Source: an optimization exercise on an open RTL-to-GDS flow (aim: small area). Production flows keep margins and buffers that such runs may drop.
Function was checked by simulation only, so behaviour that the tests miss may differ from the original.
Power figures rest on the tool's default switching activity, not on a simulated workload.

### flow/standard.sh
#!/bin/bash
# synth_recipe.tcl (not shown) runs the flow's synth.tcl, then flattens the netlist and writes it again
# the make line also repeats each setting of config.mk as NAME=value (left out here)
make -C /OpenROAD-flow-scripts/flow DESIGN_CONFIG=/design/flow/config.mk WORK_HOME=/design/flow/orfs CLKGATE_MAP_FILE= SYNTH_SCRIPT=/design/flow/synth_recipe.tcl "${@:-finish}"
### flow/flow/run.sh
#!/bin/bash
# The standard layout, with each port buffered by the smallest buffer cell and
# a clock tree of larger sink clusters without dummy loads.
set -euo pipefail
export BUFFER_PORTS_ARGS="-buffer_cell sky130_fd_sc_hd__buf_1"
export CTS_ARGS="-sink_clustering_enable -repair_clock_nets -sink_clustering_size 16 -sink_clustering_max_diameter 40 -buf_list sky130_fd_sc_hd__clkbuf_8 -dont_use_dummy_load"
bash standard.sh > standard.log 2>&1
### flow/config.mk
export PLATFORM = sky130hd
export DESIGN_NAME = rng_health
export DESIGN_NICKNAME = rng_health
export VERILOG_FILES = /design/flow/design.v
export SDC_FILE = /design/flow/constraint.sdc
export NUM_CORES = 4
export LEC_CHECK = 0
export CAP_MARGIN = 20
export CORE_MARGIN = 2
export CORE_UTILIZATION = 80
export SLEW_MARGIN = 20
### flow/constraint.sdc
create_clock -name core_clock -period 20.0 [get_ports {clk}]
set_input_delay 4.0000 -clock core_clock [delete_from_list [all_inputs] [get_ports {clk}]]
set_output_delay 4.0000 -clock core_clock [all_outputs]
set_load 0.01 [all_outputs]
### flow/design.v
module rng_health (
  input  wire        clk,
  input  wire        rst,         
  input  wire        sample,      
  input  wire [3:0]  bits,        
  input  wire [3:0]  src_en,      
  input  wire        restart,     
  input  wire        tick,        
  output wire [7:0]  state,       
  output wire [7:0]  last_fail,   
  output wire [63:0] fails,       
  output wire [63:0] bias,        
  output wire [63:0] corr         
);
  localparam [1:0] S_DIS = 2'd0, S_TEST = 2'd1, S_OK = 2'd2, S_RET = 2'd3;
  reg [2:0] phase;      
  reg       pend;       
  reg       act;        
  reg       wrst;       
  reg [3:0] lb, le;     
  reg       lrs, ltk;   
  always @(posedge clk) begin
    if (rst) begin
      phase <= 3'd0; pend <= 1'b1; act <= 1'b0; wrst <= 1'b1;
    end else begin
      phase <= phase + 3'd1;
      if (sample) begin
        pend <= 1'b1;
        lb <= bits; le <= src_en; lrs <= restart; ltk <= tick;
      end
      if (phase == 3'd7) begin
        act <= pend | sample;
        pend <= 1'b0;
        if (act) wrst <= 1'b0;    
      end
    end
  end
  wire hi = !phase[0];          
  localparam IW = 36;
  localparam OW = 10;
  reg [IW-1:0] i0, i1, i2, i3, i4, i5, i6, i7;
  reg [OW-1:0] o0, o1, o2, o3, o4, o5, o6, o7;
  wire [IW-1:0] i_nx;
  wire [OW-1:0] o_nx;
  always @(posedge clk) begin
    i0 <= i1; i1 <= i2; i2 <= i3; i3 <= i4; i4 <= i5; i5 <= i6; i6 <= i7; i7 <= i_nx;
    if (act) begin
      o0 <= o1; o1 <= o2; o2 <= o3; o3 <= o4; o4 <= o5; o5 <= o6; o6 <= o7; o7 <= o_nx;
    end
  end
  wire b  = lb[phase[2:1]];
  wire e  = le[phase[2:1]];
  wire rs = lrs;
  wire tk = ltk;
  wire [3:0]  a2  = i0[35:32];
  wire [3:0]  a1  = i1[35:32];
  wire        pv  = i0[31];
  wire        fg  = i1[31];
  wire [5:0]  run = {i0[30:28], i1[30:28]};
  wire [9:0]  ca  = {i0[27:23], i1[27:23]};
  wire [9:0]  cb  = {i0[22:18], i1[22:18]};
  wire [11:0] ec  = {i0[17:12], i1[17:12]};
  wire [11:0] eo  = {i0[11:6], i1[11:6]};
  wire [1:0]  st  = o0[9:8];
  wire [15:0] fl  = {o0[7:0], o1[7:0]};
  wire       go     = act && !wrst;                          
  wire       clr    = act && wrst;                           
  wire       rs_g   = go && rs;
  wire       tk_g   = go && tk;
  wire       off    = go && !e;
  wire       start  = go && e && (rs || st == S_DIS);        
  wire       test   = go && e && !rs && st == S_TEST;
  wire       ok     = go && e && !rs && st == S_OK;
  wire       eqb  = (b == pv);
  wire       keep = !go || (!start && run != 6'd0 && eqb);
  wire       rep  = go && keep && run == 6'd60;
  wire       pos0 = (ca == 10'd0);
  wire       su_end = test && ca == 10'd999;
  wire       su_bad = fg | rep;
  wire       su_pass = !su_bad && (cb >= 10'd250 || (cb == 10'd249 && b)) &&
                                  (cb <= 10'd749 || (cb == 10'd750 && !b));
  wire       pass  = su_end && su_pass;
  wire       f_su  = su_end && !su_pass;
  wire       f_rep = ok && rep;
  wire       f_apt = ok && !rep && !pos0 && cb == 10'd839 && b == fg;
  wire       fail  = f_su || f_rep || f_apt;
  wire [1:0] kind  = f_su ? 2'd1 : f_rep ? 2'd2 : 2'd3;
  wire       flc   = fail && fl != 16'hFFFF;
  wire       blk_end = go && e && ec == 12'hFFF;
  wire       eec   = go && eqb && ec != 12'd0;
  wire       sat   = go && b && eo == 12'hFFF;               
  reg        d_keep, d_pass, d_start, d_ok, d_pos0, d_fail, d_rep, d_flc, d_blk, d_eec, d_sat;
  reg [1:0]  d_kind;
  always @(posedge clk) begin
    d_keep <= keep; d_pass <= pass; d_start <= start; d_ok <= ok; d_pos0 <= pos0;
    d_fail <= fail; d_rep <= rep; d_flc <= flc; d_blk <= blk_end; d_eec <= eec;
    d_sat <= sat; d_kind <= kind;
  end
  wire       keep_s  = hi ? keep    : d_keep;
  wire       pass_s  = hi ? pass    : d_pass;
  wire       start_s = hi ? start   : d_start;
  wire       ok_s    = hi ? ok      : d_ok;
  wire       pos0_s  = hi ? pos0    : d_pos0;
  wire       fail_s  = hi ? fail    : d_fail;
  wire       blk_s   = hi ? blk_end : d_blk;
  wire       eec_s   = hi ? eec     : d_eec;
  wire       sat_s   = hi ? sat     : d_sat;
  wire       hclr    = clr || fail_s;
  wire [3:0] ah  = i0[35:32];
  wire [3:0] aht = (tk_g && ah != 4'd15) ? ah + 4'd1 : ah;
  wire [3:0] a1t = (tk_g && a1 != 4'd15) ? a1 + 4'd1 : a1;
  wire       retire = (aht < 4'd10);                         
  wire [3:0] ah_n = (clr || rs_g) ? 4'd15 : fail_s ? (hi ? a1t : 4'd0) : aht;
  wire       fgh  = i0[31];
  wire       fg_n = (hclr || d_start) ? 1'b0 : (d_ok ? (d_pos0 ? b : fgh) : (fgh | d_rep));
  wire       b31_n = hi ? (act ? b : fgh) : fg_n;
  wire       cb_bit = ok_s ? (pos0_s || b == (hi ? fg : fgh)) : (go && b);
  wire       cb_clr = start_s || (ok_s && pos0_s);
  wire [2:0] run_x = keep_s ? i0[30:28] : 3'd0;
  wire       run_c = hi ? (go && keep && i1[30:28] == 3'd7) : go;
  wire [2:0] run_n = (hclr || pass_s) ? 3'd0 : run_x + {2'd0, run_c};
  wire [4:0] ca_x = start_s ? 5'd0 : i0[27:23];
  wire       ca_c = hi ? (go && !start && i1[27:23] == 5'd31) : go;
  wire [4:0] ca_n = (hclr || pass_s) ? 5'd0 : ca_x + {4'd0, ca_c};
  wire [4:0] cb_x = cb_clr ? 5'd0 : i0[22:18];
  wire       cb_c = hi ? (cb_bit && !cb_clr && i1[22:18] == 5'd31) : cb_bit;
  wire [4:0] cb_n = hclr ? 5'd0 : cb_x + {4'd0, cb_c};
  wire       ec_c = hi ? (go && i1[17:12] == 6'd63) : go;
  wire [5:0] ec_n = (clr || off) ? 6'd0 : i0[17:12] + {5'd0, ec_c};
  wire       est_clr = clr || off || blk_s;
  wire       eo_c = hi ? (go && b && i1[11:6] == 6'd63) : (go && b);
  wire [5:0] eo_i = i0[11:6] + {5'd0, eo_c};
  wire [5:0] eo_n = est_clr ? 6'd0 : eo_i;
  wire       ee_c = hi ? (eec && i1[5:0] == 6'd63) : d_eec;
  wire [5:0] ee_i = i0[5:0] + {5'd0, ee_c};
  wire [5:0] ee_n = est_clr ? 6'd0 : ee_i;
  assign i_nx = {ah_n, b31_n, run_n, ca_n, cb_n, ec_n, eo_n, ee_n};
  wire [1:0] st_n = wrst ? S_TEST :
                    !e ? S_DIS :
                    fail ? (retire ? S_RET : S_TEST) :
                    start ? S_TEST :
                    pass ? S_OK : st;
  wire [1:0] lf_n = wrst ? 2'd0 : d_fail ? d_kind : o0[9:8];
  wire       fl_c = hi ? (flc && o1[7:0] == 8'hFF) : d_flc;
  wire [7:0] fl_n = wrst ? 8'd0 : o0[7:0] + {7'd0, fl_c};
  assign o_nx = {hi ? st_n : lf_n, fl_n};
  wire [5:0] bh_n = wrst ? 6'd0 : (eo_i | {6{sat_s}});
  wire [5:0] ch_n = wrst ? 6'd0 : (hi ? {~ee_i[5], ee_i[4:0]} : ee_i);
  wire       est_ld = clr || blk_s;    
  genvar s;
  generate
    for (s = 0; s < 4; s = s + 1) begin : g_est
      reg [11:0] bh_r;
      reg        bs_r;
      reg [11:0] ch_r;    
      reg        cv_r;    
      always @(posedge clk) begin
        if (est_ld && phase == 2*s) begin
          bh_r[11:6] <= bh_n; bs_r <= !wrst && sat; ch_r[11:6] <= ch_n; cv_r <= !wrst;
        end
        if (est_ld && phase == 2*s+1) begin
          bh_r[5:0] <= bh_n; ch_r[5:0] <= ch_n;
        end
      end
      wire [3:0] c_lo = {~ch_r[11], ch_r[10:8]} + {3'd0, ch_r[11] && ch_r[10:0] != 11'd0};
      assign bias[16*s +: 16] = {bh_r, {4{bs_r}}};
      assign corr[16*s +: 16] = {ch_r, cv_r ? c_lo : 4'd0};
    end
  endgenerate
  assign state     = {o6[9:8], o4[9:8], o2[9:8], o0[9:8]};
  assign last_fail = {o7[9:8], o5[9:8], o3[9:8], o1[9:8]};
  assign fails     = {o6[7:0], o7[7:0], o4[7:0], o5[7:0], o2[7:0], o3[7:0], o0[7:0], o1[7:0]};
endmodule
==> flow_summary.json, run 1 <==
{
  "critPathKind": "flop to primary output",
  "async_reset_ff_share_pct": 0,
  "ys.flop_type": "dfxtp_1",
  "synth_edf_count": 194,
  "cts_setup_buffers": 0,
  "start_util_pct": 82.3,
  "final.period_utilization_pct": 31.6,
  "path_max_fanout": 2,
  "synth_top_family_by_area": "simple AND/OR/NAND/NOR gates",
  "ys_seq_elements": 501,
  "clock_sinks": 501,
  "num_io_pins": 221,
  "placedInstanceArea_sq_um": 15800,
  "clock-root-buffer": "clkbuf_8",
  "stdcell_count": 1405,
  "min_period_ns": 6.32,
  "h-tree-depth": 2,
  "peakVddDrop_mv": 0.101,
  "r2r-start": "phase[1]",
  "antenna_left": 0,
  "finalHoldViolations": 0,
  "synth_compound_area_share_pct": 3.83,
  "synthSimpleGateAreaFrac_pct": 7.98,
  "synth_top_cell_area_share_pct": 41.3,
  "hpwl_um": 20800,
  "area_delta_synth_final_pct": 10.2,
  "routed_wl_um": 30300,
  "syn_area_sq_um": 14900,
  "clk_pin_slew_ns": 0.09,
  "wl_per_cell_um": 21.6,
  "ys_seq_area_share_pct": 80.5,
  "min_path_type": "flop to flop",
  "grt_max_degree": 57,
  "syn_inst": 936,
  "ff2ff_setup_slack_ns": 15.81,
  "clk_latency_ns": 0.57,
  "worst_pin_slew_ns": 0.998,
  "cts-buffers-inserted": 41,
  "final_cell_area_sq_um": 16400,
  "gp_congestion": 0.846,
  "coreArea_sq_um": 18100,
  "first_iter_violations": 714,
  "max_slew_margin_pct": 32.6,
  "worst_setup_path_start_kind": "flop",
  "cp.required_ns": 16.00,
  "muxShareOfSynthArea_pct": 1.07,
  "grt_pass1_wl_um": 45600,
  "p_leak_nw": 5.74,
  "worstRegToRegCells": 10,
  "die_area_sq_um": 19700,
  "drv_slew": 0,
  "syn_nets": 979,
  "layout_commonest_cell": "dfxtp_1",
  "io_buffers": 220,
  "hold_depth": 0,
  "drc": 0,
  "min_to": "i4[25]",
  "synth_cell_types": 65,
  "fmax_ghz": 0.158,
  "placed_cells": 1364,
  "max_cap_violations": 0,
  "drive_gt1_share_pct": 5.61,
  "die_h_um": 140,
  "dr_total_vias": 8358,
  "fin_tns_setup_ns": 0,
  "synthAdderAreaFrac_pct": 2.52,
  "hp-start": "i5[25]",
  "mostFrequentLayoutCells": "dfxtp_1, buf_1, edfxtp_1, nor2_1, clkbuf_8",
  "antenna_found_initial": 0,
  "yosysWarnings": 1,
  "n_antenna_cell": 0,
  "first_global_vias": 8226,
  "synth_xor_area_share_pct": 2.23,
  "pwr_density_cell_nw_per_um2": 95.4,
  "crit_arrival_ns": 2.32,
  "setup_viol": 0,
  "crit_path_end_kind": "primary output",
  "grt_usage_pct": 30.6,
  "dp_slack_ns": 14.21,
  "drtPass1Iterations": 5,
  "crit-reg2reg-capture": "g_est[3].ch_r[5]",
  "ys_top_cells_by_area": "dfxtp_1, edfxtp_1, ha_1",
  "status": "no timing/DRC/antenna violations",
  "clk_path_buf_depth": 3,
  "fin_nets": 1221,
  "fp-row-count": 49,
  "yosys.area.top_type": "dfxtp_1",
  "die_x_um": 140,
  "cts_hold_buf": 0,
  "rsz0062_at_grt": "false",
  "avgSynthCellArea_sq_um": 15.9,
  "routed_via_density": 5.95,
  "ctsResizeCount": 0,
  "fin_skew_ns": 0.0559,
  "cts_tree": "yes",
  "grt_overflow": 0,
  "fin_ws_ns": 13.68
}
-- registers in the layout, indices dropped and copies added (netlist names), 36 cells and up --
name and flops:
g_est.ch_r 48, i6 36, g_est.bh_r 48, i7 36, i4 36, i0 36, i5 36, i2 36
i3 36, i1 36
-- metrics by stage --
step	hold slack, ns	util, %	power, W
2_1_floorplan	0.310	-	0.00111
3_3_place_gp	0.310	87.5	0.00112
3_5_place_dp	0.312	87.5	0.00112
4_1_cts	0.303	90.6	0.00156
5_1_grt	0.293	90.6	0.00160
6_report	0.302	90.6	0.00156
-- report_power, final --
part	internal [W]	switching, W
Sequential	0.00106	0.00000874
Clock	0.000184	0.000282
Combinational	0.00000924	0.0000155
Total	0.00126	0.000306
-- cell usage after synthesis, types with 12 or more instances --
| master | instances |
|---|---|
| nor3_1 | 13 |
| a21oi_1 | 15 |
| ha_1 | 30 |
| inv_1 | 19 |
| o21ai_0 | 13 |
| xnor2_1 | 16 |
| nand3_1 | 27 |
| buf_4 | 16 |
| nor2_1 | 55 |
| edfxtp_1 | 194 |
| nor4_1 | 15 |
| xor2_1 | 20 |
| nand2_1 | 31 |
| nand4_1 | 12 |
| and2_1 | 33 |
| dfxtp_1 | 307 |
-- layer usage --
layer / part of all wire (%) / wire length (um) / vias to the layer above / track usage, %
met5: 0 / 0 / - / 0
met4: 2.5 / 750 / 0 / 10.5
met3: 7.5 / 2280 / 81 / 4.96
met1: 38 / 11500 / 4081 / 38.6
met2: 52 / 15800 / 448 / 54.5
li1: - / - / 3748 / -
-- how the worst max path moves through the flow --
stage | startpoint | to | slack [ns] | cells past startpoint
floorplan | g_est[3].ch_r[4] | corr[50] | 14.50 | 6
global placement | g_est[2].ch_r[1] | corr[34] | 14.40 | 7
detailed placement | g_est[2].ch_r[1] | corr[34] | 14.21 | 7
CTS | g_est[0].ch_r[1] | corr[2] | 13.69 | 7
global route | g_est[2].ch_r[1] | corr[34] | 13.57 | 7
finish | g_est[0].ch_r[1] | corr[2] | 13.68 | 7
-- layout make-up --
| class | count | area [sq um] |
|---|---|---|
| tap | 229 | 287 |
| multi-input combinational | 388 | 2630 |
| inverter | 21 | 78.8 |
| sequential | 501 | 12000 |
| timing repair buffer | 225 | 863 |
| clock buffer | 41 | 564 |
| fill | 635 | 1690 |
-- kinds of logic (layout without fill, tap and decap cells) --
family | count (synthesis) | in the layout
AOI/OAI and AO/OA | 79 | 79
xor gates and xnor gates | 37 | 37
adders and majority gates | 30 | 30
buffers and inverters | 47 | 287
DFF | 501 | 501
muxes | 14 | 14
and+or+nand+nor | 228 | 228
-- critical path, stage by stage, from the launching register on --
cell	delay, ns
edfxtp_1	0.39
nor4_1	0.38
a31oi_1	0.17
ha_1	0.24
ha_1	0.19
xor2_1	0.13
and2_1	0.15
buf_1	0.12
==> run 2, diff against run 1 <==
==> flow/flow/run.sh (replaced) <==
#!/bin/bash
# The standard layout, with each port buffered by the smallest buffer cell and
# a clock tree of larger sink clusters without dummy loads.
set -euo pipefail
export BUFFER_PORTS_ARGS="-buffer_cell sky130_fd_sc_hd__buf_1"
export CTS_ARGS="-sink_clustering_enable -repair_clock_nets -sink_clustering_size 10 -sink_clustering_max_diameter 40 -buf_list sky130_fd_sc_hd__clkbuf_4 -dont_use_dummy_load"
bash standard.sh > standard.log 2>&1
==> flow_summary.json, run 2 <==
{
  "grt_usage_pct": 29.8,
  "synth_xor_area_share_pct": 2.23,
  "ys.flop_type": "dfxtp_1",
  "slowest_stage": "edfxtp_1",
  "fin_skew_ns": 0.0470,
  "min_path_type": "flop to flop",
  "antenna_left": 0,
  "multi_input_area_sq_um": 2630,
  "drive_gt1_share_pct": 6.96,
  "num_io_pins": 221,
  "start_util_pct": 82.3,
  "clk_latency_ns": 0.71,
  "drv_slew": 0,
  "dp_slack_ns": 14.21,
  "muxShareOfSynthArea_pct": 1.07,
  "final.period_utilization_pct": 33.0,
  "crit_path_end_kind": "primary output",
  "fmax_ghz": 0.152,
  "cp_top_family": "simple AND/OR/NAND/NOR gates",
  "crit_top_cell": "ha_1",
  "crit_arrival_ns": 2.59,
  "syn_area_sq_um": 14900,
  "setup_viol": 0,
  "die_area_sq_um": 19700,
  "clock-root-buffer": "clkbuf_4",
  "ys_top_cells_by_area": "dfxtp_1, edfxtp_1, ha_1",
  "hpwl_um": 20800,
  "synth_compound_area_share_pct": 3.83,
  "routed_wl_um": 29400,
  "grt_pass1_wl_um": 44700,
  "fin_ws_ns": 13.41,
  "drc": 0,
  "top_regs": "g_est.bh_r (48), g_est.ch_r (48)",
  "clk_path_buf_depth": 3,
  "io_buffers": 220,
  "clock_sinks": 501,
  "ys_top_cells_by_count": "dfxtp_1, edfxtp_1, nor2_1",
  "critPathKind": "flop to primary output",
  "ctsResizeCount": 0,
  "worst_pin_slew_ns": 0.936,
  "max_cap_violations": 0,
  "p_leak_nw": 5.72,
  "yosysMostFrequentCell": "dfxtp_1",
  "regArea_sq_um": 12000,
  "fp-row-count": 49,
  "gp_congestion": 0.846,
  "die_h_um": 140,
  "worst_setup_path_start_kind": "flop",
  "syn_nets": 979,
  "synthSimpleGateAreaFrac_pct": 7.98,
  "first_iter_violations": 622,
  "ys_seq_area_share_pct": 80.5,
  "synthAdderAreaFrac_pct": 2.52,
  "syn_inst": 936,
  "area_delta_synth_final_pct": 9.34,
  "coreArea_sq_um": 18100,
  "synth_cell_types": 65,
  "finalHoldViolations": 0,
  "fillCellCount": 678,
  "die_x_um": 140,
  "crit_buf_inv": 1,
  "fin_util_pct": 89.9,
  "grt_max_degree": 57,
  "layout_commonest_cell": "dfxtp_1",
  "min_period_ns": 6.59,
  "drtPass1Iterations": 5,
  "clk_pin_slew_ns": 0.10,
  "pwr_density_cell_nw_per_um2": 92.8,
  "cts_tree": "yes",
  "synth_top_family_by_area": "simple AND/OR/NAND/NOR gates",
  "path_max_fanout": 2,
  "dr_total_vias": 8397,
  "cts-buffers-inserted": 58,
  "synth_edf_count": 194,
  "async_reset_ff_share_pct": 0,
  "slowest_delay_ns": 0.43,
  "antenna_found_initial": 1,
  "avgSynthCellArea_sq_um": 15.9,
  "wl_per_cell_um": 20.7,
  "first_global_vias": 8277,
  "cts_hold_buf": 0,
  "h-tree-depth": 2,
  "yosysWarnings": 1,
  "rsz0062_at_grt": "false",
  "fin_tns_setup_ns": 0,
  "mostFrequentLayoutCells": "dfxtp_1, buf_1, edfxtp_1, clkbuf_4, nor2_1",
  "ys_seq_elements": 501,
  "yosys.area.top_type": "dfxtp_1",
  "status": "no timing/DRC/antenna violations",
  "worstPathCellList": "nor4_1 -> a31oi_1 -> ha_1 -> ha_1 -> xor2_1 -> and2_1 -> buf_1",
  "grt_overflow": 0,
  "fin_nets": 1238,
  "cts_setup_buffers": 0,
  "synth_top_cell_area_share_pct": 41.3,
  "peakVddDrop_mv": 0.0842,
  "routed_via_density": 5.90,
  "max_slew_margin_pct": 36.7,
  "cp.required_ns": 16.00
}
run 2: power by group:
| group | internal, W | total (W) | switching [W] |
|---|---|---|---|
| sequential | 0.00106 | 0.00107 | 0.00000845 |
| combinational | 0.00000924 | 0.0000247 | 0.0000155 |
| clock | 0.000133 | 0.000412 | 0.000279 |
run 2: worst paths after layout:
path,start,to,slack (ns),depth (start not counted)
setup / recovery,g_est[2].ch_r[0],corr[34],13.41,7
hold / removal,i2[31],i1[31],0.31,0
setup reg to reg,phase[1],g_est[0].ch_r[5],15.95,10
hold reg to reg,i2[31],i1[31],0.31,0
run 2: cells by family (layout without fill, tap and decap cells):
logic type / Yosys count / count (layout)
other: 0 / 1
flip-flops: 501 / 501
AND/OR/NAND/NOR: 228 / 228
multiplexers: 14 / 14
AO/OA/AOI/OAI: 79 / 79
XOR/XNOR: 37 / 37
adder cells (fa/ha/maj): 30 / 30
buffers and inverters: 47 / 304
run 2: worst reg2reg max path, cell delays in order, from the launching register on:
cell and delay [ns]:
dfxtp_1 0.58, mux4_2 0.72, xor2_2 0.23, a311oi_1 0.55, a22o_1 0.24, ha_1 0.19, and3_1 0.18, nand3_1 0.11
xor2_1 0.32, xnor2_1 0.14, nor2_1 0.49
run 2: cell type report:
type	count	area share, %
Timing Repair Buffer	225	5.31
Inverter	21	0.485
Tap cell	229	1.76
Antenna cell	1	0.0154
Clock buffer	58	2.68
Multi-Input combinational cell	388	16.1
Sequential cell	501	73.6
run 2: layer usage:
layer | up-vias | part of all wire [%] | global-route usage (%)
met5 | - | 0 | 0
met1 | 4024 | 38 | 37.7
met2 | 481 | 51 | 51.6
met3 | 82 | 8.0 | 5.50
li1 | 3810 | - | -
met4 | 0 | 3.1 | 12.2
run 2: metrics by stage:
stage	cell area [sq um]	total power, W	hold slack (ns)	cells
after floorplan	14900	0.00111	0.310	936
after global placement	15800	0.00112	0.310	1364
after detailed placement	15800	0.00112	0.312	1364
after CTS	16300	0.00152	0.302	1422
after global routing	16300	0.00155	0.292	1423
final	16300	0.00151	0.310	1423

## static timing again, ports no longer ideal
How much do the figures lean on ideal ports? The routed layouts below were timed once more, with nothing changed but the port constraints.
Step 1 sets driving cells, clkbuf_16 on the clock port and buf_2 on the other inputs (assumed; they add their load-dependent delay and slew).
Step 2 times the ports against the registers' clock, not the clock port: input delays grow and output delays shrink by t, the midpoint of the rising clock arrivals with the driver on.
a / b / c = ideal / step 1 / step 2; a / b = the first two.
| run | t (ns) | setup WS [ns] | hold slack, ns | cell pins on the clock port's net |
|---|---|---|---|---|
| run 1 | 0.586 | 13.676 / 13.637 / 14.222 | 0.302 / 0.302 / 0.302 | 1 |
| run 2 | 0.725 | 13.409 / 13.370 / 14.095 | 0.310 / 0.310 / 0.310 | 1 |
After both steps setup and hold are still met in every run listed.
